Context: an optimization exercise on an open-source flow, tuned for small area, a short achievable clock period and few clock cycles per item. The choices shown serve that exercise and are no tape-out recipe.

==> inputs of v21 <==
Design prl_tag_engine, start of the top module:
module prl_tag_engine (
    input  wire         clk,
    input  wire         rst,           
    input  wire         cmd_valid,
    output wire         cmd_ready,
    input  wire [1:0]   cmd_op,        
    input  wire [1:0]   cmd_ksel,      
    input  wire [255:0] cmd_key,       
    input  wire [47:0]  cmd_frame,     
    input  wire [4:0]   cmd_pair,
    input  wire [7:0]   cmd_place,
    input  wire [7:0]   cmd_where,
    input  wire [3:0]   cmd_elem,
    input  wire [11:0]  cmd_obj,
    input  wire [2:0]   cmd_kind,
    input  wire [7:0]   cmd_state,
    output wire         tag_valid,
    input  wire         tag_ready,
    output wire [63:0]  tag,
    output wire         key_a_present,
    output wire         key_b_present
);
    localparam [1:0] OP_TAG   = 2'd0;
    localparam [1:0] OP_LOAD  = 2'd1;
    localparam [1:0] OP_CLEAR = 2'd2;
    localparam integer RUN = 7, LP = 6, PL = 5, SB = 4, OK = 3;
    localparam integer QN = 5;     
    reg [255:0] key_a, key_b;
    reg [127:0] l_a, l_b;
    reg         key_a_ok, key_b_ok;
    reg         crdy;          
    reg [1:0]   op_q;          
    reg [1:0]   ksel_q;
    reg [7:0]   c_a1, c_a2, c_b1, c_b2;
    reg [127:0] st_a, st_b;
    reg [255:0] kst_a, kst_b;
    reg [239:0] mid_a, mid_b;
    reg [127:0] krk_a, krk_b;
    reg [127:0] kp_a, kp_b;
    reg [59:0]  kmid_a, kmid_b;
    reg         ld;            
    reg         sel;           
    reg [63*QN-1:0] q_e;
    reg [QN-1:0]    q_v;
    wire fire    = crdy && cmd_valid;
    wire do_tag  = fire && op_q == OP_TAG;
    wire do_load = fire && op_q == OP_LOAD && !ksel_q[1];
    wire do_clr  = fire && op_q == OP_CLEAR;
    wire m_last  = c_b2[RUN] && c_b2[2:0] == 3'd7;
    wire push    = m_last && !c_b2[PL];
    wire l_wr    = m_last &&  c_b2[PL];
    wire pop     = q_v[0] && tag_ready;
    wire [239:0] mid_a_n;
    aes_round_a u_ra1 (.state_in(st_a), .mid(mid_a_n));
    reg [7:0] rcon;
    always @(*) begin
        case (c_a1[2:0])
            3'd1:    rcon = 8'h01;
            3'd2:    rcon = 8'h02;
            3'd3:    rcon = 8'h04;
  ...
Settings: LEC_CHECK=0, CAP_MARGIN=20, CORE_MARGIN=2, CORE_UTILIZATION=25, CTS_CLUSTER_DIAMETER=100, CTS_CLUSTER_SIZE=20, PLACE_DENSITY=0.45, SETUP_SLACK_MARGIN=4.7, SLEW_MARGIN=20; clock period 8.0 ns.
run.sh (not shown) runs the stock make flow with config.mk's settings and CLKGATE_MAP_FILE= SYNTH_SCRIPT=/design/flow/synth_recipe.tcl, a recipe that flattens the netlist after the stock synthesis.
==> inputs of v14, as changes to v21 <==
--- a/flow/design.v
+++ b/flow/design.v
@@ -248,24 +248,25 @@
     wire [31:0] p3 = prev[31:0]   ^ p2;
     assign p = {p0, p1, p2, p3};
 endmodule
 module aes256_key_step_b (
     input  wire [127:0] p,
     input  wire [59:0]  mid,
     input  wire         load,
+    input  wire         gate,
     input  wire [127:0] load_val,
     output wire [127:0] next
 );
     wire [31:0] sub;
     aes_sbox_b u_s0 (.m(mid[59:45]), .y(sub[31:24]));
     aes_sbox_b u_s1 (.m(mid[44:30]), .y(sub[23:16]));
     aes_sbox_b u_s2 (.m(mid[29:15]), .y(sub[15:8]));
     aes_sbox_b u_s3 (.m(mid[14:0]),  .y(sub[7:0]));
     wire [127:0] base = load ? load_val : p;
-    wire [31:0]  s    = sub & {32{~load}};
+    wire [31:0]  s    = sub & {32{~gate}};
     assign next = {s, s, s, s} ^ base;
 endmodule
 module prl_tag_engine (
     input  wire         clk,
     input  wire         rst,           
     input  wire         cmd_valid,
     output wire         cmd_ready,
@@ -285,41 +286,53 @@
     output wire [63:0]  tag,
     output wire         key_a_present,
     output wire         key_b_present
 );
     localparam [1:0] OP_TAG   = 2'd0;
     localparam [1:0] OP_LOAD  = 2'd1;
     localparam [1:0] OP_CLEAR = 2'd2;
-    localparam integer RUN = 7, LP = 6, PL = 5, SB = 4, OK = 3;
-    localparam integer QN = 5;     
+    localparam integer RUN = 10, PL = 9, SB = 8, OK = 7, PK = 6;
+    localparam integer CW = 11;
     reg [255:0] key_a, key_b;
     reg [127:0] l_a, l_b;
     reg         key_a_ok, key_b_ok;
     reg         crdy;          
     reg [1:0]   op_q;          
     reg [1:0]   ksel_q;
-    reg [7:0]   c_a1, c_a2, c_b1, c_b2;
+    reg [CW-1:0] c_a1, c_a2, c_b1, c_b2;
     reg [127:0] st_a, st_b;
     reg [255:0] kst_a, kst_b;
     reg [239:0] mid_a, mid_b;
     reg [127:0] krk_a, krk_b;
     reg [127:0] kp_a, kp_b;
     reg [59:0]  kmid_a, kmid_b;
     reg         ld;            
     reg         sel;           
-    reg [63*QN-1:0] q_e;
-    reg [QN-1:0]    q_v;
+    reg         lpend;         
+    reg         lpb;
+    reg         lst;           
+    reg         dl;            
+    reg [62:0]  t_q;           
+    reg         t_v;
+    reg [2:0]   nsq;           
+    reg [2:0]   hsq;           
     wire fire    = crdy && cmd_valid;
     wire do_tag  = fire && op_q == OP_TAG;
     wire do_load = fire && op_q == OP_LOAD && !ksel_q[1];
+    wire key_wr  = crdy && op_q == OP_LOAD && !ksel_q[1];
     wire do_clr  = fire && op_q == OP_CLEAR;
     wire m_last  = c_b2[RUN] && c_b2[2:0] == 3'd7;
-    wire push    = m_last && !c_b2[PL];
     wire l_wr    = m_last &&  c_b2[PL];
-    wire pop     = q_v[0] && tag_ready;
+    wire pop     = t_v && tag_ready;
+    function has_tag;
+        input [CW-1:0] c;
+        has_tag = (c[RUN] && c[2:0] == 3'd7 && !c[PL]) || c[PK];
+    endfunction
+    wire park_in  = has_tag(c_b2) && !c_b2[PK] && !dl;    
+    wire park_on  = c_b2[PK] && !dl;                      
     wire [239:0] mid_a_n;
     aes_round_a u_ra1 (.state_in(st_a), .mid(mid_a_n));
     reg [7:0] rcon;
     always @(*) begin
         case (c_a1[2:0])
             3'd1:    rcon = 8'h01;
             3'd2:    rcon = 8'h02;
@@ -350,14 +363,15 @@
         .sub_out   (sub_a_unused)
     );
     wire [127:0] rk_b_n;
     aes256_key_step_b u_ka2 (
         .p        (kp_a),
         .mid      (kmid_a),
         .load     (1'b0),
+        .gate     (1'b0),
         .load_val (128'd0),
         .next     (rk_b_n)
     );
     wire [239:0] mid_b_n;
     aes_round_a u_rb1 (.state_in(st_b), .mid(mid_b_n));
     wire [127:0] kp_b_n;
     wire [59:0]  kmid_b_n;
@@ -371,139 +385,128 @@
     );
     wire [255:0] slot_key = sel ? key_b : key_a;
     wire [127:0] slot_l   = sel ? l_b : l_a;
     wire [127:0] cmd_msg = {cmd_frame, 3'b000, cmd_pair, cmd_place, cmd_where,
                             4'h0, cmd_elem, 4'h0, cmd_obj, 5'b00000, cmd_kind,
                             cmd_state, 16'h0000};
     wire [127:0] k1       = {slot_l[126:0], 1'b0} ^ (slot_l[127] ? 128'h87 : 128'h0);
-    wire [127:0] msg_k1   = (cmd_msg ^ k1) & {128{ld && !c_b2[LP]}};
+    wire [127:0] msg_k1   = (cmd_msg ^ k1) & {128{ld && !lst}};
     wire [127:0] kst_hi_n = ld ? slot_key[255:128] : krk_b;
     wire [127:0] st_a_n, sub_b;
     aes_round_b u_rb2 (
         .mid       (mid_b),
         .add_in    (kst_hi_n ^ msg_k1),
         .keep      (!ld),
         .state_out (st_a_n),
         .sub_out   (sub_b)
     );
     wire [127:0] fin = sub_b ^ krk_b;
     wire [127:0] rk_a_n;
     aes256_key_step_b u_kb2 (
         .p        (kp_b),
         .mid      (kmid_b),
-        .load     (ld),
-        .load_val (slot_key[127:0]),
+        .load     (ld || park_in),
+        .gate     (ld || park_in || park_on),
+        .load_val ({park_in ? fin[127:66] : slot_key[127:66], slot_key[65:0]}),
         .next     (rk_a_n)
     );
     wire slot_ok = !ksel_q[1] && (ksel_q[0] ? key_b_ok : key_a_ok);
-    reg [7:0] c_a1_n;
+    reg [CW-1:0] c_a1_n;
     always @(*) begin
-        if (c_b2[LP])
-            c_a1_n = {1'b1, 1'b0, 1'b1, c_b2[SB], 1'b0, 3'd1};
+        if (lst)
+            c_a1_n = {1'b1, 1'b1, lpb, 1'b0, 1'b0, 3'd0, 3'd1};
         else if (do_tag)
-            c_a1_n = {1'b1, 1'b0, 1'b0, ksel_q[0], slot_ok, 3'd1};
-        else if (do_load)
-            c_a1_n = {1'b0, 1'b1, 1'b0, ksel_q[0], 1'b0, 3'd0};
+            c_a1_n = {1'b1, 1'b0, ksel_q[0], slot_ok, 1'b0, nsq, 3'd1};
+        else if (has_tag(c_b2) && !dl)
+            c_a1_n = {1'b0, 1'b0, c_b2[SB], c_b2[OK], 1'b1, c_b2[5:3], 3'd0};
         else if (c_b2[RUN] && !m_last)
-            c_a1_n = {c_b2[7:3], c_b2[2:0] + 3'd1};
+            c_a1_n = {c_b2[CW-1:3], c_b2[2:0] + 3'd1};
         else
-            c_a1_n = 8'd0;
+            c_a1_n = {CW{1'b0}};
     end
-    wire free_n = (!c_b1[RUN] && !c_b1[LP]) ||
-                  (c_b1[RUN] && c_b1[2:0] == 3'd7 && !c_b1[PL]);
-    wire ld_n   = free_n || c_b1[LP];
+    wire       t_v_n = dl || (t_v && !tag_ready);
+    wire [2:0] hsq_n = hsq + {2'b00, dl};
+    wire dl_n   = has_tag(c_b1) && c_b1[5:3] == hsq_n && !t_v_n;
+    wire free_n  = (!c_b1[RUN] && !c_b1[PK]) || dl_n;
+    wire ld_n    = free_n;
+    wire lpend_n = (lpend && !lst) || do_load;
+    wire lpb_n   = do_load ? ksel_q[0] : lpb;
+    wire lst_n   = lpend_n && free_n;
     function lbusy;
-        input [7:0] c;
+        input [CW-1:0] c;
         input       s;
-        lbusy = (c[LP] || (c[RUN] && c[PL])) && c[SB] == s;
+        lbusy = c[RUN] && c[PL] && c[SB] == s;
     endfunction
-    wire lbusy_a = lbusy(c_a1_n, 1'b0) || lbusy(c_a1, 1'b0) ||
+    wire lbusy_a = (lpend_n && !lpb_n) ||
+                   lbusy(c_a1_n, 1'b0) || lbusy(c_a1, 1'b0) ||
                    lbusy(c_a2, 1'b0)   || lbusy(c_b1, 1'b0);
-    wire lbusy_b = lbusy(c_a1_n, 1'b1) || lbusy(c_a1, 1'b1) ||
+    wire lbusy_b = (lpend_n && lpb_n) ||
+                   lbusy(c_a1_n, 1'b1) || lbusy(c_a1, 1'b1) ||
                    lbusy(c_a2, 1'b1)   || lbusy(c_b1, 1'b1);
     wire lconf   = (cmd_op == OP_TAG && !cmd_ksel[1] && (cmd_ksel[0] ? lbusy_b : lbusy_a)) ||
                    (cmd_op == OP_LOAD && (lbusy_a || lbusy_b));
-    wire [62:0] qin = {c_b2[OK] & c_b2[SB], fin[127:66] & {62{c_b2[OK]}}};
-    reg  [QN-1:0] sv;              
-    reg  [QN-1:0] q_v_n;
-    reg  [QN-1:0] q_ld_new;        
-    integer i;
-    always @(*) begin
-        sv = pop ? {1'b0, q_v[QN-1:1]} : q_v;
-        for (i = 0; i < QN; i = i + 1) begin
-            if (i == 0)
-                q_ld_new[i] = push && !sv[i];
-            else
-                q_ld_new[i] = push && !sv[i] && sv[i-1];
-            q_v_n[i] = sv[i] || q_ld_new[i];
-        end
-    end
-    function [2:0] tagp;
-        input [7:0] c;
-        tagp = {2'b00, c[RUN] && !c[PL]};
-    endfunction
-    reg [3:0] qcnt_n;
-    always @(*) begin
-        qcnt_n = 4'd0;
-        for (i = 0; i < QN; i = i + 1)
-            qcnt_n = qcnt_n + {3'b000, q_v_n[i]};
-    end
-    wire [3:0] outst  = qcnt_n + tagp(c_a1_n) + tagp(c_a1) + tagp(c_a2) + tagp(c_b1);
-    wire       room_n = outst <= QN - 1;
+    wire [61:0] mac = c_b2[PK] ? kp_b[127:66] : fin[127:66];
+    wire [62:0] tin = {c_b2[OK] & c_b2[SB], mac & {62{c_b2[OK]}}};
     always @(posedge clk) begin
         op_q   <= cmd_op;
         ksel_q <= cmd_ksel;
-        sel    <= c_b1[LP] ? c_b1[SB] : cmd_ksel[0];
+        sel    <= lst_n ? lpb_n : cmd_ksel[0];
+        lpb    <= lpb_n;
         mid_a  <= mid_a_n;
         krk_a  <= kst_a[127:0];
         kp_a   <= kp_a_n;
         kmid_a <= kmid_a_n;
         st_b   <= st_b_n;
         kst_b  <= {krk_a, rk_b_n};
         mid_b  <= mid_b_n;
         krk_b  <= kst_b[127:0];
-        kp_b   <= kp_b_n;
+        kp_b   <= {kp_b_n[127:96], c_b1[PK] ? kst_b[223:194] : kp_b_n[95:66], kp_b_n[65:0]};
         kmid_b <= kmid_b_n;
         st_a   <= st_a_n;
         kst_a  <= {kst_hi_n, rk_a_n};
-        if (do_load && !ksel_q[0]) key_a <= cmd_key;
-        if (do_load &&  ksel_q[0]) key_b <= cmd_key;
+        if (key_wr && !ksel_q[0]) key_a <= cmd_key;
+        if (key_wr &&  ksel_q[0]) key_b <= cmd_key;
         if (l_wr && !c_b2[SB]) l_a <= fin;
         if (l_wr &&  c_b2[SB]) l_b <= fin;
-        for (i = 0; i < QN; i = i + 1) begin
-            if (q_ld_new[i])
-                q_e[63*i +: 63] <= qin;
-            else if (pop && i < QN - 1)
-                q_e[63*i +: 63] <= q_e[63*(i+1) +: 63];
-        end
+        if (dl) t_q <= tin;
         if (rst) begin
             crdy     <= 1'b0;
             key_a_ok <= 1'b0;
             key_b_ok <= 1'b0;
-            c_a1     <= 8'd0;
-            c_a2     <= 8'd0;
-            c_b1     <= 8'd0;
-            c_b2     <= 8'd0;
+            c_a1     <= {CW{1'b0}};
+            c_a2     <= {CW{1'b0}};
+            c_b1     <= {CW{1'b0}};
+            c_b2     <= {CW{1'b0}};
             ld       <= 1'b1;
-            q_v      <= {QN{1'b0}};
+            lpend    <= 1'b0;
+            lst      <= 1'b0;
+            dl       <= 1'b0;
+            t_v      <= 1'b0;
+            nsq      <= 3'd0;
+            hsq      <= 3'd0;
         end else begin
-            crdy  <= cmd_valid && !fire && free_n && room_n && !lconf;
+            crdy  <= cmd_valid && !fire && free_n && !lst_n && !lconf;
+            lpend <= lpend_n;
+            lst   <= lst_n;
             c_a1  <= c_a1_n;
             c_a2  <= c_a1;
             c_b1  <= c_a2;
             c_b2  <= c_b1;
             ld    <= ld_n;
-            q_v   <= q_v_n;
+            dl    <= dl_n;
+            t_v   <= t_v_n;
+            hsq   <= hsq_n;
+            if (do_tag) nsq <= nsq + 3'd1;
             if (do_load && !ksel_q[0]) key_a_ok <= 1'b1;
             if (do_load &&  ksel_q[0]) key_b_ok <= 1'b1;
             if (do_clr) begin
                 key_a_ok <= 1'b0;
                 key_b_ok <= 1'b0;
             end
         end
     end
     assign cmd_ready     = crdy;
-    assign tag_valid     = q_v[0];
-    assign tag           = {1'b0, q_e[62:0]};
+    assign tag_valid     = t_v;
+    assign tag           = {1'b0, t_q};
     assign key_a_present = key_a_ok;
     assign key_b_present = key_b_ok;
 endmodule
SETUP_SLACK_MARGIN = 4.8   (was 4.7)
==> run summary <==
- Between v21 and v14, the lower non-clock buffer count is in v21 (gap 65).
- Between v21 and v14, the lower setup slack is in v21 (gap 0.86 ns).
- In v21 the final area is higher than in v14, by 3.4%.
No functional check of the RTL was part of any run of this note.

static timing again, ports no longer ideal:
How much do the figures lean on ideal ports? The routed layouts below were timed once more, with nothing changed but the port constraints.
Step 1 assumes that a clkbuf_16 drives the clock port and a buf_2 every other input.
Step 2, shift: input delay + t, output delay - t, t = (earliest + latest rising clock arrival at the registers) / 2. This alone moves slack from input paths to output paths.
a / b / c = ideal / step 1 / step 2; a / b = the first two.
run | t, ns | slack for setup (ns) | slew at the worst register clock pin (ns) | cell pins on the clock port's net
v21 | 1.078 | 3.605 / 3.652 / 2.635 | 0.10 / 0.10 | 1
v14 | 1.101 | 4.466 / 4.357 / 3.919 | 0.10 / 0.10 | 1
After both steps every run listed still meets setup and hold. The setup slack of v21, which loses most, moves by +0.047 ns with the drivers and by -0.970 ns with both steps.
